Context: an optimization exercise on an open-source flow, tuned for small area and a short achievable clock period. The choices shown serve that exercise and are no tape-out recipe. At most, simulation tests tie the RTL to the original design; equivalence was not proved. No functional check of the RTL was part of run 2. Power and IR drop assume default switching activity.

===== design/flow/design.v =====
module rank_select (
    input  wire [15*20-1:0] win,    
    input  wire [2:0]       hw,
    input  wire [3:0]       sel,
    output reg  [19:0]      q
);
    localparam N = 15;
    reg signed [19:0] e   [0:N-1];
    reg        [N-1:0] inwin;
    reg        [3:0]   rank [0:N-1];
    integer i, j;
    always @* begin
        for (i = 0; i < N; i = i + 1) begin
            e[i]     = win[20*i +: 20];
            inwin[i] = (i <= {hw, 1'b0});
        end
        for (i = 0; i < N; i = i + 1) begin
            rank[i] = 4'd0;
            for (j = 0; j < N; j = j + 1) begin
                if (j != i && inwin[j]) begin
                    if (e[j] < e[i] || (e[j] == e[i] && j < i))
                        rank[i] = rank[i] + 4'd1;
                end
            end
        end
        q = 20'd0;
        for (i = 0; i < N; i = i + 1)
            if (inwin[i] && rank[i] == sel)
                q = q | e[i];
    end
endmodule
module rank_filter (
    input  wire        clk,
    input  wire        rst,         
    input  wire        in_valid,
    input  wire [19:0] in_i,
    input  wire [19:0] in_q,
    input  wire [2:0]  rank_hw,     
    input  wire [3:0]  rank_sel,    
    input  wire [1:0]  rank_mode,   
    input  wire [19:0] imp_th,      
    output reg         out_valid,
    output reg  [19:0] out_i,
    output reg  [19:0] out_q,
    output reg         out_imp,
    output reg  [15:0] imp_cnt
);
    localparam N = 15;
    reg [19:0] win_i [0:N-1];
    reg [19:0] win_q [0:N-1];
    reg [2:0]  fill;                
    reg        v1;                  
    integer k;
    always @(posedge clk) begin
        if (rst) begin
            for (k = 0; k < N; k = k + 1) begin
                win_i[k] <= 20'd0;
                win_q[k] <= 20'd0;
            end
            fill <= 3'd0;
            v1   <= 1'b0;
        end else begin
            v1 <= in_valid && (fill >= rank_hw);
            if (in_valid) begin
                win_i[0] <= in_i;
                win_q[0] <= in_q;
                for (k = 1; k < N; k = k + 1) begin
                    win_i[k] <= win_i[k-1];
                    win_q[k] <= win_q[k-1];
                end
                if (fill != 3'd7)
                    fill <= fill + 3'd1;
            end
        end
    end
    wire [N*20-1:0] flat_i, flat_q;
    genvar g;
    generate
        for (g = 0; g < N; g = g + 1) begin : g_flat
            assign flat_i[20*g +: 20] = win_i[g];
            assign flat_q[20*g +: 20] = win_q[g];
        end
    endgenerate
    wire [19:0] q_i, q_q;
    rank_select u_sel_i (.win(flat_i), .hw(rank_hw), .sel(rank_sel), .q(q_i));
    rank_select u_sel_q (.win(flat_q), .hw(rank_hw), .sel(rank_sel), .q(q_q));
    reg        v2;
    reg [19:0] x2_i, x2_q, q2_i, q2_q;
    always @(posedge clk) begin
        if (rst) begin
            v2 <= 1'b0;
        end else begin
            v2 <= v1;
        end
        x2_i <= win_i[{1'b0, rank_hw}];
        x2_q <= win_q[{1'b0, rank_hw}];
        q2_i <= q_i;
        q2_q <= q_q;
    end
    wire signed [20:0] res_i = $signed({x2_i[19], x2_i}) - $signed({q2_i[19], q2_i});
    wire signed [20:0] res_q = $signed({x2_q[19], x2_q}) - $signed({q2_q[19], q2_q});
    wire        [20:0] mag_i = res_i[20] ? -res_i : res_i;
    wire        [20:0] mag_q = res_q[20] ? -res_q : res_q;
    wire               flag  = (mag_i > {1'b0, imp_th}) || (mag_q > {1'b0, imp_th});
    always @(posedge clk) begin
        if (rst) begin
            out_valid <= 1'b0;
            out_i     <= 20'd0;
            out_q     <= 20'd0;
            out_imp   <= 1'b0;
        end else begin
            out_valid <= v2;
            out_imp   <= flag;
            case (rank_mode)
                2'd1:    begin out_i <= q2_i; out_q <= q2_q; end
                2'd2:    begin out_i <= flag ? q2_i : x2_i; out_q <= flag ? q2_q : x2_q; end
                default: begin out_i <= x2_i; out_q <= x2_q; end
            endcase
        end
    end
    always @(posedge clk) begin
        if (rst)
            imp_cnt <= 16'd0;
        else if (out_valid && out_imp && imp_cnt != 16'hFFFF)
            imp_cnt <= imp_cnt + 16'd1;
    end
endmodule

===== design/flow/run.sh =====
#!/bin/bash
# synth_recipe.tcl (not shown) runs the flow's synth.tcl, then flattens the netlist and writes it again
# the make line also repeats each setting of config.mk as NAME=value (left out here)
make -C /OpenROAD-flow-scripts/flow DESIGN_CONFIG=/design/flow/config.mk WORK_HOME=/design/flow/orfs CLKGATE_MAP_FILE= SYNTH_SCRIPT=/design/flow/synth_recipe.tcl finish

===== design/flow/config.mk =====
export PLATFORM = sky130hd
export DESIGN_NAME = rank_filter
export DESIGN_NICKNAME = rank_filter
export VERILOG_FILES = /design/flow/design.v
export SDC_FILE = /design/flow/constraint.sdc
export NUM_CORES = 8
export LEC_CHECK = 0
export CAP_MARGIN = 20
export CORE_MARGIN = 2
export CORE_UTILIZATION = 25
export PLACE_DENSITY = 0.4
export SLEW_MARGIN = 20

===== design/flow/constraint.sdc =====
create_clock -name core_clock -period 16.0 [get_ports {clk}]
set_input_delay 3.2000 -clock core_clock [delete_from_list [all_inputs] [get_ports {clk}]]
set_output_delay 3.2000 -clock core_clock [all_outputs]
set_load 0.01 [all_outputs]

==> results.json, run 1 <==
{
  "cp-start-kind": "register",
  "synth_edf_count": 0,
  "hold_viol": 0,
  "r2r_cells": 64,
  "critPathKind": "reg2reg",
  "cts_tree": "yes",
  "syn_area_per_cell_um2": 8.14,
  "fmax_mhz": 66.9,
  "drive_above_1_share_pct": 8.93,
  "yosysMostFrequentCell": "ha_1",
  "synth_area_leaders": "ha_1 (35%), dfxtp_1 (8.8%), mux2i_1 (5.0%), a21oi_1 (4.3%), xnor2_1 (3.9%)",
  "ys_seq_area_share_pct": 8.79,
  "design.core.area_um2": 675000,
  "outcome": "complete, no violations",
  "fillerInstances": 72600,
  "period_needed_ns": 14.94,
  "cts_setup_buffers": 0,
  "skew_ns": 0.119,
  "synth_warnings": 6,
  "ir_drop_uv": 185,
  "antenna_found_initial": 235,
  "pre_cts_slack_ns": 0.966,
  "cp_slowest_cell": "dfxtp_1",
  "ios": 130,
  "startpoint": "win_i[1][7]",
  "stdcell_count": 31000,
  "routed_wl_um": 1260000,
  "gp_congestion": 1.08,
  "clk_latency_ns": 1.04,
  "detail_route.wl_per_cell_um": 40.5,
  "hold_path.class": "reg2reg",
  "multiInputGateArea_um2": 149000,
  "yosysTopAreaCell": "ha_1",
  "die_area_um2": 683000,
  "ys_seq_elements": 743,
  "cp_max_fo": 20,
  "synth_flop_cell": "dfxtp_1",
  "port_buffers": 129,
  "worst-endpoint-required_ns": 16.85,
  "max_cap_viol_count": 0,
  "synth.net_count": 25500,
  "yosys-top-cells-count": "ha_1 (4680), nor2_1 (1493), nand2_1 (1488)",
  "clkSinkCount": 743,
  "synth_top_area_share_pct": 34.6,
  "post_cts_resized": 0,
  "tns_ns": 0,
  "grt_pass1_wl_um": 1620000,
  "clk_path_buf_depth": 4,
  "hpwl_um": 950000,
  "path_buf_inv": 11,
  "drv_slew": 0,
  "dr_total_vias": 190000,
  "endpoint": "q2_i[2]",
  "area_growth_pct": 14.9,
  "grt_overflow": 0,
  "post-route-period-util_pct": 93.4,
  "fin_ws_ns": 1.06,
  "r2r_end": "q2_i[2]",
  "dieWidth_um": 827,
  "slowest_delay_ns": 0.59,
  "r2r_slack_ns": 1.06,
  "grt_util_all_layers_pct": 35.1,
  "relSlewSlack_pct": 5.77,
  "async_flop_share_pct": 0,
  "cp_top_family": "compound AO/OA/AOI/OAI gates",
  "power_mw": 20.6,
  "area.sequential_um2": 14900,
  "synth_cell_types": 123,
  "cts_root_buf": "clkbuf_16",
  "nets": 26500,
  "reg2reg_from": "win_i[1][7]",
  "timing.critical_path.mode_cell": "ha_1",
  "place_inst": 30600,
  "drtAntennaViolNets": 0,
  "firstDrtPassIters": 12,
  "start_util_pct": 25.0,
  "die_h_um": 827,
  "grt_pass1_vias": 171000,
  "setup_violations": 0,
  "worst_pin_slew_ns": 1.41,
  "critPathArrivalTime_ns": 15.79,
  "grt_max_degree": 141,
  "rsz0062_at_grt": "no",
  "design_area_um2": 194000,
  "leakagePower_nw": 91.9,
  "detail_route.vias_per_cell": 6.14,
  "drtIter0Drc": 26200,
  "hold_buffers": 0,
  "cts_made_buffers": 117,
  "placement.cell_area_um2": 190000,
  "num_rows": 302,
  "power_density_nw_per_um2": 106,
  "cp-end-kind": "register",
  "postSynthCellCount": 20800,
  "path_depth": 64,
  "route.detailed.drc": 0,
  "clk_pin_slew_ns": 0.07,
  "h-tree-depth": 3,
  "synth_area_um2": 169000
}
report_power, final:
part           total (mW)  switching [mW]  internal (mW)
Clock                3.04            1.33           1.71
Combinational        15.4            9.13           6.31
Sequential           2.10           0.190           1.91
per-layer routing:
metal,vias up,share of wire (%),track usage (%)
met3,3939,11,10.2
li1,81300,-,-
met4,78,11,32.7
met2,12400,40,50.6
met1,92500,38,41.8
met5,-,0.045,0
final cells by class:
cell class / instances / area share, %
timing repair buffer: 1345 / 5.48
tap: 8968 / 5.77
clock buffer: 144 / 1.66
multi-input combinational: 18400 / 76.5
antenna: 157 / 0.202
clock inverter: 62 / 0.454
sequential: 743 / 7.68
inverter: 1175 / 2.27
through the flow:
step,hold slack (ns),util [%]
after floorplan,0.414,-
after global routing,0.468,28.7
after CTS,0.455,28.7
after detailed placement,0.436,28.1
final,0.448,28.8
after global placement,0.434,28.1
registers in the layout, summed over array words and instances (netlist names):
signal and cells:
win_i 300, out_q 20, x2_q 20, v2 1, fill 3, out_i 20
x2_i 20, q2_i 20, v1 1, out_valid 1, out_imp 1, win_q 300
imp_cnt 16, q2_q 20
cell usage in the layout (no fill, tap or decap), types with 61 or more instances in the layout:
cell             count
o22ai_1             84
a31oi_1            124
and3_1             202
and4_1             167
nand2b_1           201
or2_2               74
mux2i_1            810
xnor2_1            746
buf_4             1202
o211ai_1           330
a21oi_1           1458
inv_1             1164
o21a_1             208
o21ai_0            809
clkbuf_16          118
a211o_1             75
a21o_1             472
and2_1             191
a221oi_1           123
a2111oi_0           74
nand4_1            846
xnor3_1            105
diode_2            157
a221o_1             61
clkdlybuf4s50_1    120
dfxtp_1            705
nor3_1             333
nand2_1           1485
nand3_1            587
xor2_1             297
mux2_2             120
nor2b_1            301
o31ai_1             75
nor4_1             157
a211oi_1           243
a22oi_1            122
nor2_1            1481
or3_1              120
ha_1              4680
cells by family after synthesis:
kind of cell	synth area share (%)
AND/OR/NAND/NOR	19.5
AO/OA/AOI/OAI	19.7
adder cells (fa/ha/maj)	34.6
buffers and inverters	3.70
XOR/XNOR	7.56
multiplexers	6.06
flip-flops	8.79
worst min path at each step:
stage | startpoint | slack (ns) | to | cells after the start
3_5_place_dp | v1 | 0.44 | v2 | 1
5_1_grt | v1 | 0.47 | v2 | 1
6_report | v1 | 0.45 | v2 | 1
4_1_cts | v1 | 0.45 | v2 | 1
2_1_floorplan | v2 | 0.41 | out_valid | 1
3_3_place_gp | v1 | 0.43 | v2 | 1
==> run 2, diff against run 1 <==
==> design/flow/design.v (replaced) <==
module rank_select (
    input  wire        clk,
    input  wire        rst,
    input  wire        step,       
    input  wire [19:0] n,          
    input  wire [14:0] vld,        
    input  wire [2:0]  hw,
    input  wire [3:0]  sel,
    output reg  [19:0] q,          
    output wire [19:0] x           
);
    localparam N = 15;
    reg  [19:0] win [0:N-1];
    reg  [3:0]  pos [0:N-1];
    integer k;
    wire [13:0] le;
    genvar g;
    generate
        for (g = 0; g < 14; g = g + 1) begin : g_cmp
            wire c = vld[g] ? ($signed(win[g]) <= $signed(n)) : ~n[19];
            assign le[g] = c & (g < {hw, 1'b0});
        end
    endgenerate
    reg [3:0] ins;
    always @* begin
        ins = 4'd0;
        for (k = 0; k < 14; k = k + 1)
            ins = ins + {3'd0, le[k]};
    end
    wire [3:0] dpos = {hw, 1'b0};
    reg  [N-1:0] below_d;    
    reg          seen;
    always @* begin
        seen = 1'b0;
        for (k = 0; k < N; k = k + 1) begin
            seen = seen | ((k <= dpos) && (pos[k] == dpos));
            below_d[k] = ~seen;
        end
    end
    reg [3:0] nxt [0:N-1];
    always @* begin
        for (k = 0; k < N; k = k + 1) begin
            if (k < ins)
                nxt[k] = (below_d[k] ? pos[k] : pos[(k + 1) % N]) + 4'd1;
            else if (k == ins)
                nxt[k] = 4'd0;
            else
                nxt[k] = (below_d[(k + N - 1) % N] ? pos[(k + N - 1) % N] : pos[k]) + 4'd1;
        end
    end
    always @(posedge clk) begin
        if (step) begin
            win[0] <= n;
            for (k = 1; k < N; k = k + 1)
                win[k] <= win[k-1];
        end
        if (rst) begin
            for (k = 0; k < N; k = k + 1)
                pos[k] <= k[3:0];
        end else if (step) begin
            for (k = 0; k < N; k = k + 1)
                pos[k] <= nxt[k];
        end
    end
    wire [3:0] qp = pos[sel];
    always @* begin
        q = 20'd0;
        for (k = 0; k < N; k = k + 1)
            if (qp == k && vld[k])
                q = win[k];
    end
    assign x = win[hw];
endmodule
module rank_filter (
    input  wire        clk,
    input  wire        rst,         
    input  wire        in_valid,
    input  wire [19:0] in_i,
    input  wire [19:0] in_q,
    input  wire [2:0]  rank_hw,     
    input  wire [3:0]  rank_sel,    
    input  wire [1:0]  rank_mode,   
    input  wire [19:0] imp_th,      
    output reg         out_valid,
    output reg  [19:0] out_i,
    output reg  [19:0] out_q,
    output reg         out_imp,
    output reg  [15:0] imp_cnt
);
    reg [2:0]  hw;
    reg [3:0]  sel;
    reg [1:0]  mode;
    reg [19:0] th;
    always @(posedge clk) begin
        hw   <= rank_hw;
        sel  <= rank_sel;
        mode <= rank_mode;
        th   <= imp_th;
    end
    reg        pend;
    reg [19:0] n_i, n_q;
    always @(posedge clk) begin
        pend <= in_valid & ~rst;
        n_i  <= in_i;
        n_q  <= in_q;
    end
    reg [14:0] vld;
    reg        rdy;
    always @(posedge clk) begin
        if (rst) begin
            vld <= 15'd0;
            rdy <= 1'b0;
        end else begin
            rdy <= pend & vld[hw - 3'd1];
            if (pend)
                vld <= {vld[13:0], 1'b1};
        end
    end
    wire [19:0] q_i, q_q, x_i, x_q;
    rank_select u_sel_i (.clk(clk), .rst(rst), .step(pend), .n(n_i), .vld(vld),
                         .hw(hw), .sel(sel), .q(q_i), .x(x_i));
    rank_select u_sel_q (.clk(clk), .rst(rst), .step(pend), .n(n_q), .vld(vld),
                         .hw(hw), .sel(sel), .q(q_q), .x(x_q));
    reg        v2;
    reg [19:0] x2_i, x2_q, q2_i, q2_q;
    always @(posedge clk) begin
        if (rst)
            v2 <= 1'b0;
        else
            v2 <= rdy;
        x2_i <= x_i;
        x2_q <= x_q;
        q2_i <= q_i;
        q2_q <= q_q;
    end
    wire signed [20:0] res_i = $signed({x2_i[19], x2_i}) - $signed({q2_i[19], q2_i});
    wire signed [20:0] res_q = $signed({x2_q[19], x2_q}) - $signed({q2_q[19], q2_q});
    wire        [20:0] mag_i = res_i[20] ? -res_i : res_i;
    wire        [20:0] mag_q = res_q[20] ? -res_q : res_q;
    wire               flag  = (mag_i > {1'b0, th}) || (mag_q > {1'b0, th});
    wire               use_q = (mode == 2'd1) || (mode == 2'd2 && flag);
    always @(posedge clk) begin
        if (rst)
            out_valid <= 1'b0;
        else
            out_valid <= v2;
        out_imp <= flag;
        out_i   <= use_q ? q2_i : x2_i;
        out_q   <= use_q ? q2_q : x2_q;
    end
    always @(posedge clk) begin
        if (rst)
            imp_cnt <= 16'd0;
        else if (out_valid && out_imp && imp_cnt != 16'hFFFF)
            imp_cnt <= imp_cnt + 16'd1;
    end
endmodule
==> run 2 against run 1 <==
Critical path type unchanged. First-iteration DRC count fell by 81%. Via count down 74%. Routed wire length down 80%. Synthesized cell count shrank 72%. Clock-buffer cell count increased by 22. Combinational power fell by 84%. Fmax rose by 71%. Die area down 64%. Sequential power up 45%.
==> results.json, run 2 <==
{
  "nets": 6697,
  "yosys-top-cells-count": "ha_1 (690), edfxtp_1 (600), nor2_1 (379)",
  "grt_max_degree": 150,
  "cp_top_family": "adder cells",
  "period_needed_ns": 8.72,
  "placement.cell_area_um2": 64900,
  "firstDrtPassIters": 6,
  "cp-end-kind": "register",
  "hold_buffers": 0,
  "drtAntennaViolNets": 0,
  "antenna_found_initial": 21,
  "area_growth_pct": 16.0,
  "hold_viol": 0,
  "pre_cts_slack_ns": 7.35,
  "ys_seq_elements": 945,
  "post_cts_resized": 0,
  "fmax_mhz": 115,
  "slowest_delay_ns": 0.84,
  "port_buffers": 129,
  "leakagePower_nw": 26.7,
  "skew_ns": 0.0747,
  "synth_flop_cell": "edfxtp_1",
  "final_core_util_pct": 29.1,
  "max_cap_viol_count": 0,
  "stdcell_count": 9197,
  "critPathArrivalTime_ns": 9.38,
  "dieWidth_um": 493,
  "cts_tree": "yes",
  "cts_setup_buffers": 0,
  "grt_util_all_layers_pct": 19.7,
  "critPathKind": "reg2reg",
  "clk_pin_slew_ns": 0.06,
  "h-tree-depth": 3,
  "start_util_pct": 25.1,
  "design_area_um2": 69200,
  "postSynthCellCount": 5842,
  "cts_root_buf": "clkbuf_16",
  "ios": 130,
  "path_buf_inv": 5,
  "power_density_nw_per_um2": 122,
  "clk_latency_ns": 0.82,
  "final_common_cell": "ha_1",
  "cp_slowest_cell": "nor4_1",
  "worst-endpoint-required_ns": 16.67,
  "outcome": "complete, no violations",
  "fillerInstances": 24500,
  "rsz0062_at_grt": "no",
  "cp_max_fo": 14,
  "drtIter0Drc": 4868,
  "grt_pass1_vias": 48400,
  "syn_area_per_cell_um2": 10.2,
  "drv_slew": 0,
  "die_area_um2": 243000,
  "async_flop_share_pct": 0,
  "clk_path_buf_depth": 3,
  "power_mw": 8.48,
  "biggestRegsByFlops": "u_sel_i.win: 300 flops, u_sel_q.win: 300 flops",
  "yosysMostFrequentCell": "ha_1",
  "place_inst": 8961,
  "die_h_um": 493,
  "routed_wl_um": 247000,
  "dr_total_vias": 50000,
  "synth_cell_types": 94,
  "final_cell_mix": "ha_1 (686), edfxtp_1 (600), nor2_1 (377)",
  "hpwl_um": 180000,
  "holdWs_ns": 0.405,
  "relSlewSlack_pct": 20.9,
  "synth_edf_count": 600,
  "cts_made_buffers": 121,
  "setup_violations": 0,
  "yosysTopAreaCell": "edfxtp_1",
  "drive_above_1_share_pct": 7.53,
  "grt_pass1_wl_um": 357000,
  "cp-start-kind": "register",
  "synth.net_count": 6622,
  "synth_area_um2": 59700,
  "cellInternalPower_mw": 5.49,
  "ir_drop_uv": 104,
  "worst_pin_slew_ns": 1.16,
  "post-route-period-util_pct": 54.5,
  "clkSinkCount": 945,
  "route.detailed.drc": 0,
  "hold_path.class": "reg2reg",
  "p_sw_share_pct": 35.2,
  "detail_route.vias_per_cell": 5.44,
  "grt_overflow": 0,
  "synth_warnings": 5,
  "pwr-share-comb_pct": 28.5,
  "synth_area_leaders": "edfxtp_1 (30%), ha_1 (14%), dfxtp_1 (12%), a21o_1 (3.3%), a21oi_1 (2.9%)",
  "ys_seq_area_share_pct": 41.8,
  "synth_top_area_share_pct": 30.2,
  "design.core.area_um2": 238000,
  "detail_route.wl_per_cell_um": 26.9,
  "power_frac_clock_pct": 35.7,
  "gp_congestion": 0.873,
  "p_switching_mw": 2.99,
  "num_rows": 179,
  "tns_ns": 0,
  "timing.critical_path.mode_cell": "fa_1",
  "fin_ws_ns": 7.28,
  "seqPwrFrac_pct": 35.8
}
## run 2: final cells by class
type,count,area [um^2],area share (%)
repair buffers,244,2200,3.18
inverters,230,863,1.25
flip-flops and latches,945,24900,36.0
multi-input cells,4375,32900,47.5
diodes,4,10.0,0.0145
clock buffers,166,3480,5.02
clock inverters,66,886,1.28
well taps,3167,3960,5.72
## run 2: cells by family after synthesis
kind of cell / after synthesis / synth area share, %
AO/OA/AOI/OAI: 1811 / 21.1
AND/OR/NAND/NOR: 1503 / 13.0
flip-flops: 945 / 41.8
adder cells (fa/ha/maj): 708 / 15.1
buffers and inverters: 522 / 3.42
XOR/XNOR: 200 / 2.93
multiplexers: 153 / 2.72
## run 2: path summary, 6_finish.rpt
check | startpoint | endpoint | slack [ns] | cells past startpoint
max | n_i[18] | u_sel_i.pos[9][3] | 7.28 | 25
min | n_q[17] | u_sel_q.win[0][17] | 0.41 | 0
max reg2reg | n_i[18] | u_sel_i.pos[9][3] | 7.28 | 25
min reg2reg | n_q[17] | u_sel_q.win[0][17] | 0.41 | 0
## run 2: power by group through the flow
stage	Clock, mW	Combinational (mW)	Sequential, mW
2_1_floorplan	0	1.61	3.02
3_3_place_gp	0	2.38	3.08
3_5_place_dp	0	2.40	3.08
4_1_cts	3.11	2.41	3.03
5_1_grt	3.20	2.66	3.06
6_report	3.03	2.42	3.04
## run 2: routing by layer
| metal | vias to the layer above | global-route usage, % | wire length (um) |
|---|---|---|---|
| met5 | - | 0 | 60 |
| met4 | 10 | 5.05 | 5960 |
| met3 | 296 | 2.73 | 14800 |
| met2 | 1788 | 30.9 | 110000 |
| met1 | 25000 | 28.2 | 116000 |
| li1 | 22900 | - | - |
==> run 3, diff against run 2 <==
==> design/flow/design.v (replaced) <==
module rank_select (
    input  wire        clk,
    input  wire        rst,
    input  wire        step,       
    input  wire [19:0] n,          
    input  wire [14:0] vld,        
    input  wire [2:0]  hw,
    input  wire [3:0]  sel,
    output reg  [19:0] q,          
    output wire [19:0] x           
);
    localparam N = 15;
    function automatic le20(input [19:0] a, input [19:0] b);
        reg c, u, v;
        integer i;
        begin
            c = 1'b1;
            for (i = 0; i < 20; i = i + 1) begin
                u = (i == 19) ? ~b[i] : b[i];
                v = (i == 19) ? a[i] : ~a[i];
                c = (u & v) | (u & c) | (v & c);
            end
            le20 = c;
        end
    endfunction
    function automatic [1:0] fa(input a, input b, input c);
        fa = {(a & b) | (a & c) | (b & c), a ^ b ^ c};
    endfunction
    function automatic [3:0] count14(input [13:0] m);
        reg [1:0] f0, f1, f2, f3, f4, g0, g1, g2, g3, h0, h1, h2, h3, h4;
        begin
            f0 = fa(m[0],  m[1],  m[2]);
            f1 = fa(m[3],  m[4],  m[5]);
            f2 = fa(m[6],  m[7],  m[8]);
            f3 = fa(m[9],  m[10], m[11]);
            f4 = fa(m[12], m[13], 1'b0);
            g0 = fa(f0[0], f1[0], f2[0]);
            g1 = fa(f3[0], f4[0], 1'b0);
            g2 = fa(f0[1], f1[1], f2[1]);
            g3 = fa(f3[1], f4[1], 1'b0);
            h0 = fa(g0[0], g1[0], 1'b0);
            h1 = fa(g0[1], g1[1], g2[0]);
            h2 = fa(h1[0], g3[0], h0[1]);
            h3 = fa(g2[1], g3[1], h1[1]);
            h4 = fa(h3[0], h2[1], 1'b0);
            count14 = {h3[1] | h4[1], h4[0], h2[0], h0[0]};
        end
    endfunction
    function automatic [3:0] step4(input [3:0] r, input up, input dn);
        begin
            if (up & ~dn)
                step4 = r + 4'd1;
            else if (dn & ~up)
                step4 = r - 4'd1;
            else
                step4 = r;
        end
    endfunction
    reg  [19:0] win [0:N-1];
    reg  [3:0]  rk  [1:N-1];
    reg  [12:0] c0;     
    reg         c0x;    
    integer k;
    wire [13:0] le;
    wire [12:0] m;
    genvar g;
    generate
        for (g = 0; g < 14; g = g + 1) begin : g_cmp
            assign le[g] = vld[g] ? le20(win[g], n) : ~n[19];
        end
        for (g = 0; g < 13; g = g + 1) begin : g_mask
            assign m[g] = le[g] & (g < {hw, 1'b0} - 4'd1);
        end
    endgenerate
    wire mx = le[{hw, 1'b0} - 4'd1];
    wire [3:0] p0 = count14({1'b0, c0});
    wire [3:0] r [0:N-1];
    assign r[0] = p0 + {3'd0, c0x};
    generate
        for (g = 1; g < N; g = g + 1) begin : g_r
            assign r[g] = rk[g];
        end
    endgenerate
    reg  [3:0] rdel;
    always @* begin
        case (hw)
            3'd2:    rdel = rk[4];
            3'd3:    rdel = rk[6];
            3'd4:    rdel = rk[8];
            3'd5:    rdel = rk[10];
            3'd6:    rdel = rk[12];
            3'd7:    rdel = rk[14];
            default: rdel = rk[2];
        endcase
    end
    always @(posedge clk) begin
        if (step) begin
            win[0] <= n;
            for (k = 1; k < N; k = k + 1)
                win[k] <= win[k-1];
        end
        if (rst) begin
            c0  <= 13'd0;
            c0x <= 1'b0;
            for (k = 1; k < N; k = k + 1)
                rk[k] <= k[3:0];
        end else if (step) begin
            c0  <= m;
            c0x <= mx;
            rk[1] <= p0 + {3'd0, ~le[0]};
            for (k = 2; k < N; k = k + 1)
                rk[k] <= step4(rk[k-1], ~le[k-1], rk[k-1] > rdel);
        end
    end
    always @* begin
        q = 20'd0;
        for (k = 0; k < N; k = k + 1)
            if (k <= {hw, 1'b0} && r[k] == sel && vld[k])
                q = q | win[k];
    end
    assign x = win[hw];
endmodule
module rank_filter (
    input  wire        clk,
    input  wire        rst,         
    input  wire        in_valid,
    input  wire [19:0] in_i,
    input  wire [19:0] in_q,
    input  wire [2:0]  rank_hw,     
    input  wire [3:0]  rank_sel,    
    input  wire [1:0]  rank_mode,   
    input  wire [19:0] imp_th,      
    output reg         out_valid,
    output reg  [19:0] out_i,
    output reg  [19:0] out_q,
    output reg         out_imp,
    output reg  [15:0] imp_cnt
);
    reg [2:0]  hw;
    reg [3:0]  sel;
    reg [1:0]  mode;
    reg [19:0] th;
    always @(posedge clk) begin
        hw   <= rank_hw;
        sel  <= rank_sel;
        mode <= rank_mode;
        th   <= imp_th;
    end
    reg        pend, rst1;
    reg [19:0] n_i, n_q;
    always @(posedge clk) begin
        pend <= in_valid & ~rst;
        rst1 <= rst;
        n_i  <= in_i;
        n_q  <= in_q;
    end
    reg [14:0] vld;
    reg        rdy;
    always @(posedge clk) begin
        if (rst1)
            vld <= 15'd0;
        else if (pend)
            vld <= {vld[13:0], 1'b1};
        rdy <= pend & vld[hw - 3'd1] & ~rst;
    end
    wire [19:0] q_i, q_q, x_i, x_q;
    rank_select u_sel_i (.clk(clk), .rst(rst1), .step(pend), .n(n_i), .vld(vld),
                         .hw(hw), .sel(sel), .q(q_i), .x(x_i));
    rank_select u_sel_q (.clk(clk), .rst(rst1), .step(pend), .n(n_q), .vld(vld),
                         .hw(hw), .sel(sel), .q(q_q), .x(x_q));
    reg        v2;
    reg [19:0] x2_i, x2_q, q2_i, q2_q;
    always @(posedge clk) begin
        v2   <= rdy & ~rst;
        x2_i <= x_i;
        x2_q <= x_q;
        q2_i <= q_i;
        q2_q <= q_q;
    end
    function automatic big(input [19:0] x, input [19:0] q, input [19:0] t);
        reg [20:0] d;
        reg [19:0] e;
        reg        c;
        integer    i;
        begin
            d = {x[19], x} - {q[19], q};
            e = d[19:0] ^ {20{d[20]}};
            c = d[20];
            for (i = 0; i < 20; i = i + 1)
                c = (e[i] & ~t[i]) | (e[i] & c) | (~t[i] & c);
            big = c;
        end
    endfunction
    wire flag  = big(x2_i, q2_i, th) | big(x2_q, q2_q, th);
    wire use_q = (mode == 2'd1) || (mode == 2'd2 && flag);
    reg imp1;    
    always @(posedge clk) begin
        out_valid <= v2 & ~rst;
        out_imp   <= flag;
        imp1      <= flag;
        out_i     <= use_q ? q2_i : x2_i;
        out_q     <= use_q ? q2_q : x2_q;
    end
    always @(posedge clk) begin
        if (rst)
            imp_cnt <= 16'd0;
        else if (out_valid && imp1 && imp_cnt != 16'hFFFF)
            imp_cnt <= imp_cnt + 16'd1;
    end
endmodule
==> run 3 against run 2 <==
Fmax is 48% higher. Critical path depth fell by 10. Clock-buffer cell count rose by 15. Highest routed layer unchanged. Cell count shrank 4.6%. Still clean on timing, DRC and antenna. Die area is 5.7% lower. Routed wire length down 2.7%.
==> results.json, run 3 <==
{
  "grt_pass1_wl_um": 344000,
  "ios": 130,
  "drive_above_1_share_pct": 7.56,
  "grtUsageMet1_pct": 28.8,
  "drv_slew": 0,
  "endpoint": "u_sel_i.rk[7][1]",
  "design.core.area_um2": 224000,
  "gp_congestion": 0.849,
  "hold_buffers": 0,
  "cp_max_fo": 17,
  "dieWidth_um": 478,
  "startpoint": "n_i[3]",
  "worst-endpoint-required_ns": 16.62,
  "synth_top_area_share_pct": 32.0,
  "met2_usage_pct": 31.7,
  "final_cell_mix": "edfxtp_1 (600), nand2_1 (431), dfxtp_1 (358)",
  "synth_flop_cell": "edfxtp_1",
  "yosysTopAreaCell": "edfxtp_1",
  "drtIter0Drc": 5738,
  "routed_wl_um": 240000,
  "yosys-top-cells-count": "edfxtp_1 (600), nand2_1 (433), dfxtp_1 (366)",
  "firstDrtPassIters": 8,
  "synth_warnings": 4,
  "dr_total_vias": 47900,
  "yosysMostFrequentCell": "edfxtp_1",
  "async_flop_share_pct": 0,
  "postSynthCellCount": 5654,
  "clk_path_buf_depth": 3,
  "biggestRegsByFlops": "u_sel_i.win: 300 flops, u_sel_q.win: 300 flops",
  "clkSinkCount": 966,
  "nets": 5983,
  "critPathArrivalTime_ns": 6.52,
  "post-route-period-util_pct": 36.9,
  "synth_area_leaders": "edfxtp_1 (32%), dfxtp_1 (13%), ha_1 (4.8%), xnor2_1 (3.7%), maj3_1 (3.2%)",
  "rsz0062_at_grt": "no",
  "synth_area_um2": 56200,
  "cts_setup_buffers": 0,
  "detail_route.vias_per_cell": 5.46,
  "grt_max_degree": 157,
  "final_common_cell": "edfxtp_1",
  "clk_latency_ns": 0.80,
  "skew_ns": 0.0464,
  "cp-end-kind": "register",
  "drtAntennaViolNets": 0,
  "num_rows": 174,
  "detail_route.wl_per_cell_um": 27.4,
  "ys_seq_elements": 966,
  "grt_pass1_vias": 45700,
  "post_cts_resized": 0,
  "max_cap_viol_count": 0,
  "start_util_pct": 25.1,
  "antenna_found_initial": 7,
  "setup_violations": 0,
  "grt_util_all_layers_pct": 20.3,
  "cts_made_buffers": 130,
  "synth_cell_types": 96,
  "period_needed_ns": 5.90,
  "cts_tree": "yes",
  "r2r_cells": 15,
  "cp-start-kind": "register",
  "clk_pin_slew_ns": 0.06,
  "synth_edf_count": 600,
  "relSlewSlack_pct": 22.1,
  "cts_root_buf": "clkbuf_16",
  "outcome": "complete, no violations",
  "leakagePower_nw": 22.8,
  "hpwl_um": 162000,
  "syn_area_per_cell_um2": 9.95,
  "critPathKind": "reg2reg",
  "top_usage_layer": "met2",
  "globalRouteMet3Util_pct": 2.94,
  "power_mw": 7.53,
  "port_buffers": 129,
  "ys_seq_area_share_pct": 45.1,
  "die_h_um": 478,
  "ir_drop_uv": 82.1,
  "r2r_end": "u_sel_i.rk[7][1]",
  "area_growth_pct": 16.4,
  "synth.net_count": 5961,
  "hold_path.class": "reg2reg",
  "hold_viol": 0,
  "h-tree-depth": 4,
  "worst_pin_slew_ns": 1.16,
  "r2r_slack_ns": 10.10,
  "grt_overflow": 0,
  "die_area_um2": 229000,
  "reg2reg_from": "n_i[3]",
  "fmax_mhz": 170,
  "tns_ns": 0,
  "route.detailed.drc": 0,
  "power_density_nw_per_um2": 115
}
==> run 3: how the worst min path moves through the flow <==
stage	from	to	cells past startpoint
2_1_floorplan	n_i[1]	u_sel_i.win[0][1]	0
3_3_place_gp	rdy	v2	1
3_5_place_dp	rdy	v2	1
4_1_cts	rdy	v2	1
5_1_grt	rdy	v2	1
6_report	rdy	v2	1
==> run 3: report_power, final <==
part	switching, mW	total, mW	internal [mW]	leakage (nW)
sequential	0.212	3.00	2.79	8.66
combinational	0.909	1.50	0.590	12.0
clock	1.24	3.03	1.79	2.14
total	2.36	7.53	5.17	22.8
==> run 3: worst max-delay path: stages, from the launching register on <==
cell and delay (ns):
dfxtp_1 0.65, clkinv_1 0.66, nand4_1 0.34, o221ai_1 0.20, o221ai_1 0.18, o311ai_0 0.37, o31a_1 0.41, maj3_1 0.36
a2111oi_0 0.82, a2111oi_0 0.13, or2_2 0.43, o21a_1 0.15, a21oi_1 0.54, nand3_1 0.15, a31oi_1 0.28, a21oi_1 0.07
==> run 3: cell families (layout without fill, tap and decap cells) <==
family | after synthesis | after routing | synth area share [%]
multiplexers | 76 | 76 | 1.42
AND/OR/NAND/NOR | 1465 | 1465 | 12.8
flip-flops | 966 | 966 | 45.1
other | 0 | 5 | 0
adder cells (fa/ha/maj) | 422 | 422 | 8.84
buffers and inverters | 702 | 828 | 4.80
AO/OA/AOI/OAI | 1721 | 1721 | 22.4
XOR/XNOR | 302 | 302 | 4.73
==> run 3: routing by layer <==
metal / up-vias / part of all wire (%) / routed length (um)
met5: - / 0.0054 / 13
met4: 2 / 2.8 / 6710
met1: 24000 / 46 / 110000
li1: 21500 / - / -
met3: 336 / 6.7 / 16000
met2: 2072 / 45 / 108000
==> run 3: layout make-up <==
| cell class | instances | area [um^2] |
|---|---|---|
| tap | 2992 | 3740 |
| sequential | 966 | 25400 |
| fill | 23300 | 159000 |
| inverter | 353 | 1330 |
| clock inverter | 55 | 601 |
| antenna | 5 | 12.5 |
| clock buffer | 181 | 3770 |
| timing repair buffer | 239 | 2190 |
| multi-input combinational | 3986 | 28500 |
==> run 3: through the flow <==
step | cells | utilization, % | worst slack, ns | hold WS [ns] | area [um^2]
4_1_cts | 8771 | 29.2 | 10.18 | 0.455 | 65400
3_5_place_dp | 8535 | 27.2 | 10.24 | 0.436 | 61100
2_1_floorplan | 5654 | - | 0.834 | 0.403 | 56200
5_1_grt | 8774 | 29.2 | 9.86 | 0.473 | 65500
6_report | 8777 | 29.2 | 10.10 | 0.455 | 65500
3_3_place_gp | 8535 | 27.2 | 10.18 | 0.428 | 61000
==> run 4, diff against run 3 <==
--- a/design/flow/design.v
+++ b/design/flow/design.v
@@ -5,9 +5,10 @@
     input  wire [19:0] n,          
     input  wire [14:0] vld,        
     input  wire [2:0]  hw,
+    input  wire [7:0]  xsel,       
     input  wire [3:0]  sel,
     output reg  [19:0] q,          
-    output wire [19:0] x           
+    output reg  [19:0] x           
 );
     localparam N = 15;
     function automatic le20(input [19:0] a, input [19:0] b);
@@ -46,51 +47,54 @@
             count14 = {h3[1] | h4[1], h4[0], h2[0], h0[0]};
         end
     endfunction
-    function automatic [3:0] step4(input [3:0] r, input up, input dn);
-        begin
-            if (up & ~dn)
-                step4 = r + 4'd1;
-            else if (dn & ~up)
-                step4 = r - 4'd1;
-            else
-                step4 = r;
+    function automatic [3:0] adj4(input [3:0] r, input up, input [3:0] d);
+        reg g3, g2, g1, g0, e3, e2, e1, dn, inc, dec;
+        reg [3:0] t;
+        begin
+            g3 = r[3] & ~d[3];  e3 = ~(r[3] ^ d[3]);
+            g2 = r[2] & ~d[2];  e2 = ~(r[2] ^ d[2]);
+            g1 = r[1] & ~d[1];  e1 = ~(r[1] ^ d[1]);
+            g0 = r[0] & ~d[0];
+            dn = g3 | e3 & (g2 | e2 & (g1 | e1 & g0));
+            inc = up & ~dn;
+            dec = dn & ~up;
+            t[0] = inc | dec;
+            t[1] = inc & r[0] | dec & ~r[0];
+            t[2] = inc & r[0] & r[1] | dec & ~r[0] & ~r[1];
+            t[3] = inc & r[0] & r[1] & r[2] | dec & ~r[0] & ~r[1] & ~r[2];
+            adj4 = r ^ t;
         end
     endfunction
     reg  [19:0] win [0:N-1];
-    reg  [3:0]  rk  [1:N-1];
-    reg  [12:0] c0;     
-    reg         c0x;    
+    reg  [3:0]  rb  [1:N-1];
+    reg  [13:0] c0;      
+    reg  [3:0]  rdel;
     integer k;
-    wire [13:0] le;
-    wire [12:0] m;
+    wire [13:0] m;
     genvar g;
     generate
         for (g = 0; g < 14; g = g + 1) begin : g_cmp
-            assign le[g] = vld[g] ? le20(win[g], n) : ~n[19];
-        end
-        for (g = 0; g < 13; g = g + 1) begin : g_mask
-            assign m[g] = le[g] & (g < {hw, 1'b0} - 4'd1);
+            wire le = vld[g] ? le20(win[g], n) : ~n[19];
+            assign m[g] = le & (g < {hw, 1'b0});
         end
     endgenerate
-    wire mx = le[{hw, 1'b0} - 4'd1];
-    wire [3:0] p0 = count14({1'b0, c0});
     wire [3:0] r [0:N-1];
-    assign r[0] = p0 + {3'd0, c0x};
+    assign r[0] = count14(c0);
     generate
         for (g = 1; g < N; g = g + 1) begin : g_r
-            assign r[g] = rk[g];
+            assign r[g] = adj4(rb[g], ~c0[g-1], rdel);
         end
     endgenerate
-    reg  [3:0] rdel;
+    reg [3:0] rlv;
     always @* begin
         case (hw)
-            3'd2:    rdel = rk[4];
-            3'd3:    rdel = rk[6];
-            3'd4:    rdel = rk[8];
-            3'd5:    rdel = rk[10];
-            3'd6:    rdel = rk[12];
-            3'd7:    rdel = rk[14];
-            default: rdel = rk[2];
+            3'd2:    rlv = r[4];
+            3'd3:    rlv = r[6];
+            3'd4:    rlv = r[8];
+            3'd5:    rlv = r[10];
+            3'd6:    rlv = r[12];
+            3'd7:    rlv = r[14];
+            default: rlv = r[2];
         endcase
     end
     always @(posedge clk) begin
@@ -100,16 +104,15 @@
                 win[k] <= win[k-1];
         end
         if (rst) begin
-            c0  <= 13'd0;
-            c0x <= 1'b0;
+            c0   <= 14'd0;
+            rdel <= 4'd15;
             for (k = 1; k < N; k = k + 1)
-                rk[k] <= k[3:0];
+                rb[k] <= k[3:0] - 4'd1;
         end else if (step) begin
-            c0  <= m;
-            c0x <= mx;
-            rk[1] <= p0 + {3'd0, ~le[0]};
-            for (k = 2; k < N; k = k + 1)
-                rk[k] <= step4(rk[k-1], ~le[k-1], rk[k-1] > rdel);
+            c0   <= m;
+            rdel <= rlv;
+            for (k = 1; k < N; k = k + 1)
+                rb[k] <= r[k-1];
         end
     end
     always @* begin
@@ -117,8 +120,11 @@
         for (k = 0; k < N; k = k + 1)
             if (k <= {hw, 1'b0} && r[k] == sel && vld[k])
                 q = q | win[k];
-    end
-    assign x = win[hw];
+        x = 20'd0;
+        for (k = 0; k < 8; k = k + 1)
+            if (xsel[k])
+                x = x | win[k+1];
+    end
 endmodule
 module rank_filter (
     input  wire        clk,
@@ -140,7 +146,11 @@
     reg [3:0]  sel;
     reg [1:0]  mode;
     reg [19:0] th;
-    always @(posedge clk) begin
+    reg [6:0]  hw1;
+    integer j;
+    always @(posedge clk) begin
+        for (j = 0; j < 7; j = j + 1)
+            hw1[j] <= (rank_hw == j + 1);
         hw   <= rank_hw;
         sel  <= rank_sel;
         mode <= rank_mode;
@@ -165,30 +175,43 @@
     end
     wire [19:0] q_i, q_q, x_i, x_q;
     rank_select u_sel_i (.clk(clk), .rst(rst1), .step(pend), .n(n_i), .vld(vld),
-                         .hw(hw), .sel(sel), .q(q_i), .x(x_i));
+                         .hw(hw), .xsel(xsel), .sel(sel), .q(q_i), .x(x_i));
     rank_select u_sel_q (.clk(clk), .rst(rst1), .step(pend), .n(n_q), .vld(vld),
-                         .hw(hw), .sel(sel), .q(q_q), .x(x_q));
+                         .hw(hw), .xsel(xsel), .sel(sel), .q(q_q), .x(x_q));
     reg        v2;
-    reg [19:0] x2_i, x2_q, q2_i, q2_q;
+    reg [7:0]  xsel;
+    reg [19:0] q2_i, q2_q;
     always @(posedge clk) begin
         v2   <= rdy & ~rst;
-        x2_i <= x_i;
-        x2_q <= x_q;
+        xsel <= pend ? {hw1, 1'b0} : {1'b0, hw1};
         q2_i <= q_i;
         q2_q <= q_q;
     end
+    wire [19:0] x2_i = x_i, x2_q = x_q;
+    function automatic nonneg3(input [21:0] a, input [21:0] b, input [21:0] c);
+        reg [21:0] s, k;
+        reg        cy, u;
+        integer    i;
+        begin
+            for (i = 0; i < 22; i = i + 1) begin
+                s[i] = a[i] ^ b[i] ^ c[i];
+                k[i] = (a[i] & b[i]) | (a[i] & c[i]) | (b[i] & c[i]);
+            end
+            cy = 1'b1;
+            for (i = 0; i < 21; i = i + 1) begin
+                u  = (i == 0) ? 1'b0 : k[i-1];
+                cy = (s[i] & u) | (s[i] & cy) | (u & cy);
+            end
+            nonneg3 = ~(s[21] ^ k[20] ^ cy);
+        end
+    endfunction
     function automatic big(input [19:0] x, input [19:0] q, input [19:0] t);
-        reg [20:0] d;
-        reg [19:0] e;
-        reg        c;
-        integer    i;
-        begin
-            d = {x[19], x} - {q[19], q};
-            e = d[19:0] ^ {20{d[20]}};
-            c = d[20];
-            for (i = 0; i < 20; i = i + 1)
-                c = (e[i] & ~t[i]) | (e[i] & c) | (~t[i] & c);
-            big = c;
+        reg [21:0] xs, qs, nt;
+        begin
+            xs  = {{2{x[19]}}, x};
+            qs  = {{2{q[19]}}, q};
+            nt  = ~{2'b00, t};
+            big = nonneg3(xs, ~qs, nt) | nonneg3(qs, ~xs, nt);
         end
     endfunction
     wire flag  = big(x2_i, q2_i, th) | big(x2_q, q2_q, th);
==> run 4 against run 3 <==
Still clean. Combinational power down 48%. Register-to-register slack improved by 0.87 ns. First-iteration DRC count shrank 16%. Critical path depth is 14 lower. Clock power down 4%. Non-clock buffer count decreased by 40. Routed wire length down 13%. Global-route usage decreased by 1.6 points. Sequential power decreased by 4%. Core utilization grew 0.083 points. Worst hold slack got worse by 0.022 ns. Area after synthesis down 5.8%. Highest routed layer unchanged.
==> results.json, run 4 <==
{
  "postSynthCellCount": 5034,
  "firstDrtPassIters": 9,
  "design_area_um2": 61600,
  "ios": 130,
  "hold_viol": 0,
  "cts_tree": "yes",
  "detail_route.wl_per_cell_um": 26.1,
  "syn_area_per_cell_um2": 10.5,
  "yosys-top-cells-count": "edfxtp_1 (600), o21ai_0 (377), inv_1 (357)",
  "setup_violations": 0,
  "drtIter0Drc": 4831,
  "synth_area_um2": 53000,
  "die_area_um2": 216000,
  "ir_drop_uv": 77.1,
  "synth_top_area_share_pct": 34.0,
  "cts_root_buf": "clkbuf_16",
  "clk_path_buf_depth": 3,
  "crit_chain": "clkdlybuf4s50_1",
  "synth_area_leaders": "edfxtp_1 (34%), dfxtp_1 (13%), a22oi_1 (4.7%), ha_1 (3.8%), fa_1 (3.7%)",
  "dieWidth_um": 464,
  "slowest_delay_ns": 0.64,
  "drtAntennaViolNets": 0,
  "die_h_um": 464,
  "placement.cell_area_um2": 57300,
  "whs_endpoint": "v2",
  "fmax_mhz": 191,
  "worst_pin_slew_ns": 1.20,
  "power_density_nw_per_um2": 107,
  "port_buffers": 129,
  "cts_made_buffers": 121,
  "max_cap_viol_count": 0,
  "grt_util_all_layers_pct": 18.7,
  "fillerInstances": 21800,
  "min_delay_path_depth": 1,
  "worst-endpoint-required_ns": 12.80,
  "cts_setup_buffers": 0,
  "path_buf_inv": 1,
  "num_rows": 168,
  "async_flop_share_pct": 0,
  "synth_cell_types": 74,
  "clk_latency_ns": 0.77,
  "synth_warnings": 4,
  "start_util_pct": 25.2,
  "final_cell_mix": "edfxtp_1 (600), o21ai_0 (377), inv_1 (357)",
  "critPathArrivalTime_ns": 2.04,
  "cp_top_family": "buffers and inverters",
  "rsz0062_at_grt": "no",
  "r2r_slack_ns": 10.97,
  "clkSinkCount": 949,
  "synth_edf_count": 600,
  "nets": 5382,
  "outcome": "complete, no violations",
  "h-tree-depth": 3,
  "ys_seq_elements": 949,
  "grt_max_degree": 152,
  "relSlewSlack_pct": 20.0,
  "reg2reg_from": "xsel[4]",
  "path_depth": 1,
  "r2r_cells": 13,
  "antenna_found_initial": 9,
  "power_mw": 6.58,
  "leakagePower_nw": 21.9,
  "holdWs_ns": 0.434,
  "grt_pass1_wl_um": 302000,
  "dr_total_vias": 42700,
  "skew_ns": 0.0421,
  "clk_pin_slew_ns": 0.06,
  "post-route-period-util_pct": 32.7,
  "detail_route.vias_per_cell": 5.36,
  "cp_slowest_cell": "clkdlybuf4s50_1",
  "yosysMostFrequentCell": "edfxtp_1",
  "ys_seq_area_share_pct": 47.2,
  "cp-end-kind": "output port",
  "synth.net_count": 5364,
  "hold_path.class": "reg2reg",
  "yosysTopAreaCell": "edfxtp_1",
  "route.detailed.drc": 0,
  "tns_ns": 0,
  "grt_overflow": 0,
  "period_needed_ns": 5.24,
  "drv_slew": 0,
  "final_common_cell": "edfxtp_1",
  "design.core.area_um2": 210000,
  "post_cts_resized": 0,
  "drive_above_1_share_pct": 7.02,
  "cp_max_fo": 2,
  "area_growth_pct": 16.2,
  "biggestRegsByFlops": "u_sel_i.win: 300 flops, u_sel_q.win: 300 flops",
  "cp-start-kind": "register",
  "critPathKind": "reg2out",
  "min-delay-start": "rdy",
  "hold_buffers": 0,
  "routed_wl_um": 208000,
  "r2r_end": "out_q[16]",
  "gp_congestion": 0.874,
  "hpwl_um": 146000,
  "synth_flop_cell": "edfxtp_1",
  "grt_pass1_vias": 41600
}
-- run 4: cell count changes in the layout (fill, tap and decap cells not counted), sizes merged, moves of 81 or more --
cell | previous run | this run
nand2 | 433 | 240
o21ai | 248 | 379
mux2i | 64 | 185
a22oi | 229 | 334
xnor2 | 238 | 141
nor2b | 168 | 56
a21oi | 289 | 115
maj3 | 187 | 73
o211ai | 86 | 5
-- run 4: logic make-up (layout without fill, tap and decap cells) --
group           count (synthesis)  after routing  share of synthesized area (%)
compound gates               1542           1542                           20.7
simple gates                 1097           1097                           10.6
flops                         949            949                           47.2
buf+inv                       671            793                           4.80
fa+ha+maj                     331            331                           8.86
xor+xnor                      247            247                           4.08
mux                           197            197                           3.79
other cells                     0              2                              0
-- run 4: layout make-up --
cell class | count | area [um^2] | area share, %
clock inverters | 71 | 821 | 1.33
repair buffers | 199 | 1830 | 2.97
inverters | 367 | 1380 | 2.24
diodes | 2 | 5.00 | 0.00813
clock buffers | 156 | 3380 | 5.50
well taps | 2805 | 3510 | 5.70
flip-flops and latches | 949 | 25000 | 40.7
multi-input cells | 3414 | 25600 | 41.6
-- run 4: where the power goes --
part,leakage [nW],switching (mW),total [mW],internal [mW]
clock network,2.07,1.18,2.92,1.73
registers,8.50,0.181,2.89,2.71
logic,11.3,0.462,0.773,0.310
total,21.9,1.83,6.58,4.75
-- run 4: how the worst max path moves through the flow --
stage                        from         to  slack [ns]
after floorplan              pend    xsel[5]        0.75
after global placement    xsel[4]  out_q[16]       10.99
after detailed placement  xsel[4]  out_q[13]       10.98
after CTS                 out_imp    out_imp       10.64
after global routing      xsel[4]  out_q[13]       10.64
final                     out_imp    out_imp       10.76
-- run 4: routing by layer --
metal | vias to the layer above | global-route usage, % | wire length [um]
met5 | - | 0 | 23
met4 | 4 | 5.61 | 6400
met3 | 289 | 3.18 | 14800
met2 | 1734 | 29.4 | 93700
met1 | 21600 | 26.1 | 93200
li1 | 19100 | - | -
-- run 4: through the flow --
step	setup WS, ns	instances	util [%]
detailed placement	10.98	7734	27.3
global placement	10.99	7734	27.3
floorplan	0.745	5034	-
global route	10.64	7961	29.3
CTS	10.64	7961	29.3
finish	10.76	7963	29.3
==> run 5, diff against run 4 <==
==> design/flow/flow/run.sh (new file) <==
#!/bin/bash
# Own layout flow: the standard ORFS flow, with timing repair aimed at
# a shorter period than the clock's (the design meets the clock period by a
# wide margin, so the standard repair steps do nothing). The constraints are
# the design's; only the repair target differs. Each tool's full output
# goes to a log file of its own in this folder.
set -euo pipefail
MARGIN=$(cat flow/margin.txt)
bash standard.sh synth > synth.log 2>&1
bash standard.sh SETUP_SLACK_MARGIN=$MARGIN floorplan > floorplan.log 2>&1
bash standard.sh SETUP_SLACK_MARGIN=$MARGIN place > place.log 2>&1
bash standard.sh SETUP_SLACK_MARGIN=$MARGIN cts > cts.log 2>&1
bash standard.sh SETUP_SLACK_MARGIN=$MARGIN route > route.log 2>&1
bash standard.sh SETUP_SLACK_MARGIN=$MARGIN finish > finish.log 2>&1
==> design/flow/flow/margin.txt (new file) <==
11.55
==> design/flow/standard.sh (new file) <==
#!/bin/bash
# synth_recipe.tcl (not shown) runs the flow's synth.tcl, then flattens the netlist and writes it again
# the make line also repeats each setting of config.mk as NAME=value (left out here)
make -C /OpenROAD-flow-scripts/flow DESIGN_CONFIG=/design/flow/config.mk WORK_HOME=/design/flow/orfs CLKGATE_MAP_FILE= SYNTH_SCRIPT=/design/flow/synth_recipe.tcl "${@:-finish}"
--- a/design/flow/config.mk
+++ b/design/flow/config.mk
@@ -7,6 +7,6 @@
 export LEC_CHECK = 0
 export CAP_MARGIN = 20
 export CORE_MARGIN = 2
-export CORE_UTILIZATION = 25
-export PLACE_DENSITY = 0.4
+export CORE_UTILIZATION = 60
+export PLACE_DENSITY = 0.7
 export SLEW_MARGIN = 20
removed: design/flow/run.sh
==> run 5 against run 4 <==
Combinational power rose by 4.5%. Area after synthesis unchanged. Worst setup slack improved by 0.72 ns. Die area fell by 58%. Cell count decreased by 21%. Non-clock buffer count rose by 30. Routed wire length down 11%. Clock skew is 0.0033 ns lower. First-iteration DRC count rose by 58%. Register-to-register slack improved by 0.51 ns. Critical endpoint is now q2_q[6].
==> results.json, run 5 <==
{
  "outcome": "complete, no violations",
  "num_rows": 108,
  "critPathKind": "reg2reg",
  "hold_viol": 0,
  "grt_pass1_vias": 41900,
  "h-tree-depth": 3,
  "postSynthCellCount": 5034,
  "period_needed_ns": 4.52,
  "dr_total_vias": 44400,
  "async_flop_share_pct": 0,
  "start_util_pct": 60.8,
  "worst-endpoint-required_ns": 16.37,
  "firstDrtPassIters": 9,
  "drv_slew": 0,
  "final_common_cell": "edfxtp_1",
  "synth.net_count": 5364,
  "synth_edf_count": 600,
  "multiInputGateArea_um2": 25800,
  "port_buffers": 129,
  "ir_drop_uv": 101,
  "die_area_um2": 90700,
  "clk_latency_ns": 0.73,
  "critPathArrivalTime_ns": 4.89,
  "ios": 130,
  "syn_area_per_cell_um2": 10.5,
  "synth_flop_cell": "edfxtp_1",
  "drtAntennaViolNets": 0,
  "grt_max_degree": 188,
  "ys_seq_elements": 949,
  "design_area_um2": 59600,
  "biggestRegsByFlops": "u_sel_i.win: 300 flops, u_sel_q.win: 300 flops",
  "yosysMostFrequentCell": "edfxtp_1",
  "gp_congestion": 1.00,
  "yosys-top-cells-count": "edfxtp_1 (600), o21ai_0 (377), inv_1 (357)",
  "hold_path.class": "reg2reg",
  "synth_top_area_share_pct": 34.0,
  "hold_buffers": 0,
  "drtIter0Drc": 7635,
  "setup_violations": 0,
  "synth_area_leaders": "edfxtp_1 (34%), dfxtp_1 (13%), a22oi_1 (4.7%), ha_1 (3.8%), fa_1 (3.7%)",
  "hpwl_um": 124000,
  "clk_path_buf_depth": 3,
  "detail_route.wl_per_cell_um": 29.4,
  "area_growth_pct": 12.4,
  "drive_above_1_share_pct": 9.84,
  "fmax_mhz": 221,
  "grt_overflow": 0,
  "power_density_nw_per_um2": 105,
  "tns_ns": 0,
  "fillerInstances": 6681,
  "synth_area_um2": 53000,
  "cp-start-kind": "register",
  "skew_ns": 0.0388,
  "detail_route.vias_per_cell": 7.04,
  "die_h_um": 301,
  "cts_tree": "yes",
  "cp_max_fo": 20,
  "final_cell_mix": "edfxtp_1 (600), inv_1 (355), o21ai_0 (334), a22oi_1 (334), dfxtp_1 (288)",
  "synth_warnings": 4,
  "routed_wl_um": 186000,
  "relSlewSlack_pct": 27.2,
  "grt_pass1_wl_um": 271000,
  "clk_pin_slew_ns": 0.07,
  "synth_cell_types": 74,
  "grt_util_all_layers_pct": 39.8,
  "ys_seq_area_share_pct": 47.2,
  "dieWidth_um": 301,
  "placement.cell_area_um2": 55300,
  "yosysTopAreaCell": "edfxtp_1",
  "route.detailed.drc": 0,
  "cp-end-kind": "register",
  "nets": 5393,
  "rsz0062_at_grt": "yes",
  "design.core.area_um2": 87200,
  "antenna_found_initial": 3,
  "worst_pin_slew_ns": 1.09,
  "cts_root_buf": "clkbuf_16",
  "leakagePower_nw": 22.0,
  "post-route-period-util_pct": 28.3,
  "area.sequential_um2": 25100,
  "cts_made_buffers": 102,
  "clkSinkCount": 949,
  "max_cap_viol_count": 0
}
run 5: cell counts after synthesis:
Identical to the previous run, type by type.
run 5: layout make-up:
class / count / area share, %
inverters: 367 / 2.33
clock buffers: 136 / 4.77
diodes: 4 / 0.0168
well taps: 1155 / 2.43
clock inverters: 58 / 1.30
multi-input cells: 3414 / 43.4
flip-flops and latches: 949 / 42.2
repair buffers: 229 / 3.58
run 5: critical path: stages (launching register included):
cell      delay [ns]
dfxtp_1         0.32
inv_1           0.60
ha_1            0.36
o21ai_0         0.08
nand2b_1        0.08
a21o_1          0.20
inv_1           0.06
ha_1            0.18
nand4_1         0.11
o31ai_1         0.11
xor2_1          0.34
xor2_1          0.22
nor3_2          0.07
buf_4           0.28
a222oi_1        0.41
and3_1          0.20
nand4_1         0.52
run 5: timing repair:
action / CTS / global route
gates resized for setup: 318 / 47
buffers inserted: 16 / 21
cloned: 0 / 2
setup endpoints to repair: 112 / 59
pin swaps: 0 / 7
run 5: cells by family (layout without fill, tap and decap cells):
logic type / after synthesis / after routing / share of synthesized area (%)
AO/OA/AOI/OAI: 1542 / 1542 / 20.7
XOR/XNOR: 247 / 247 / 4.08
adder cells (fa/ha/maj): 331 / 331 / 8.86
buffers and inverters: 671 / 790 / 4.80
flip-flops: 949 / 949 / 47.2
multiplexers: 197 / 197 / 3.79
other: 0 / 4 / 0
AND/OR/NAND/NOR: 1097 / 1097 / 10.6
run 5: per-layer routing:
metal / GRT usage, % / vias up / wire, um
met1: 54.2 / 21600 / 71600
met4: 17.3 / 2 / 8820
li1: - / 19100 / -
met2: 59.1 / 3207 / 80300
met5: 1.43 / - / 13
met3: 11.3 / 571 / 24900
run 5: through the flow:
stage / total power [mW] / hold WS [ns] / utilization (%) / setup slack, ns / std cells
2_1_floorplan: 3.38 / 0.406 / - / 10.45 / 5034
3_3_place_gp: 3.65 / 0.421 / 63.5 / 11.00 / 6075
3_5_place_dp: 3.66 / 0.425 / 63.5 / 10.95 / 6075
4_1_cts: 6.21 / 0.435 / 67.8 / 11.54 / 6285
5_1_grt: 6.43 / 0.457 / 68.3 / 11.37 / 6312
6_report: 6.26 / 0.431 / 68.3 / 11.48 / 6312
run 5: power by group:
part	switching [mW]	internal, mW	total [mW]
registers	0.161	2.71	2.87
clock network	1.09	1.49	2.58
logic	0.486	0.322	0.808
total	1.74	4.52	6.26
run 5: final timing paths:
| path | slack [ns] | cells past startpoint | endpoint | from |
|---|---|---|---|---|
| max reg2reg | 11.48 | 16 | q2_q[6] | u_sel_q.rdel[2] |
| min reg2reg | 0.43 | 0 | u_sel_i.win[0][4] | n_i[4] |
| min | 0.43 | 0 | u_sel_i.win[0][4] | n_i[4] |
| max | 11.48 | 16 | q2_q[6] | u_sel_q.rdel[2] |

[port drivers added, routing unchanged]
The results above use ideal ports. As a check the final layouts listed here were re-extracted and re-timed, cells and wires unchanged.
Step 1 (the two cells are an assumption about what drives the block):
set clk [get_ports {clk}]
set_driving_cell -lib_cell sky130_fd_sc_hd__clkbuf_16 $clk
set_driving_cell -lib_cell sky130_fd_sc_hd__buf_2 [delete_from_list [all_inputs] $clk]
Step 2 adds t to the input delays and takes it off the output delays; t is the mean of the earliest and latest rising clock arrival at the registers after step 1. Input paths then give back, and output paths get back, about the clock's delay inside the block.
Slacks: ideal ports / drivers / drivers and shift; pairs: ideal ports / drivers.
| run | t (ns) | slack for setup (ns) | slew at the worst register clock pin (ns) |
|---|---|---|---|
| run 1 | 1.127 | 1.063 / 1.063 / 0.659 | 0.10 / 0.10 |
| run 2 | 0.871 | 7.282 / 7.282 / 7.282 | 0.07 / 0.07 |
| run 3 | 0.861 | 10.101 / 10.101 / 10.101 | 0.06 / 0.06 |
| run 4 | 0.835 | 10.762 / 10.674 / 10.966 | 0.07 / 0.07 |
| run 5 | 0.782 | 11.477 / 11.477 / 11.477 | 0.07 / 0.07 |
After both steps every run listed still meets setup and hold. For run 1, which loses most, drivers alone change the setup slack by 0.000 ns; drivers and shift together by -0.404 ns.
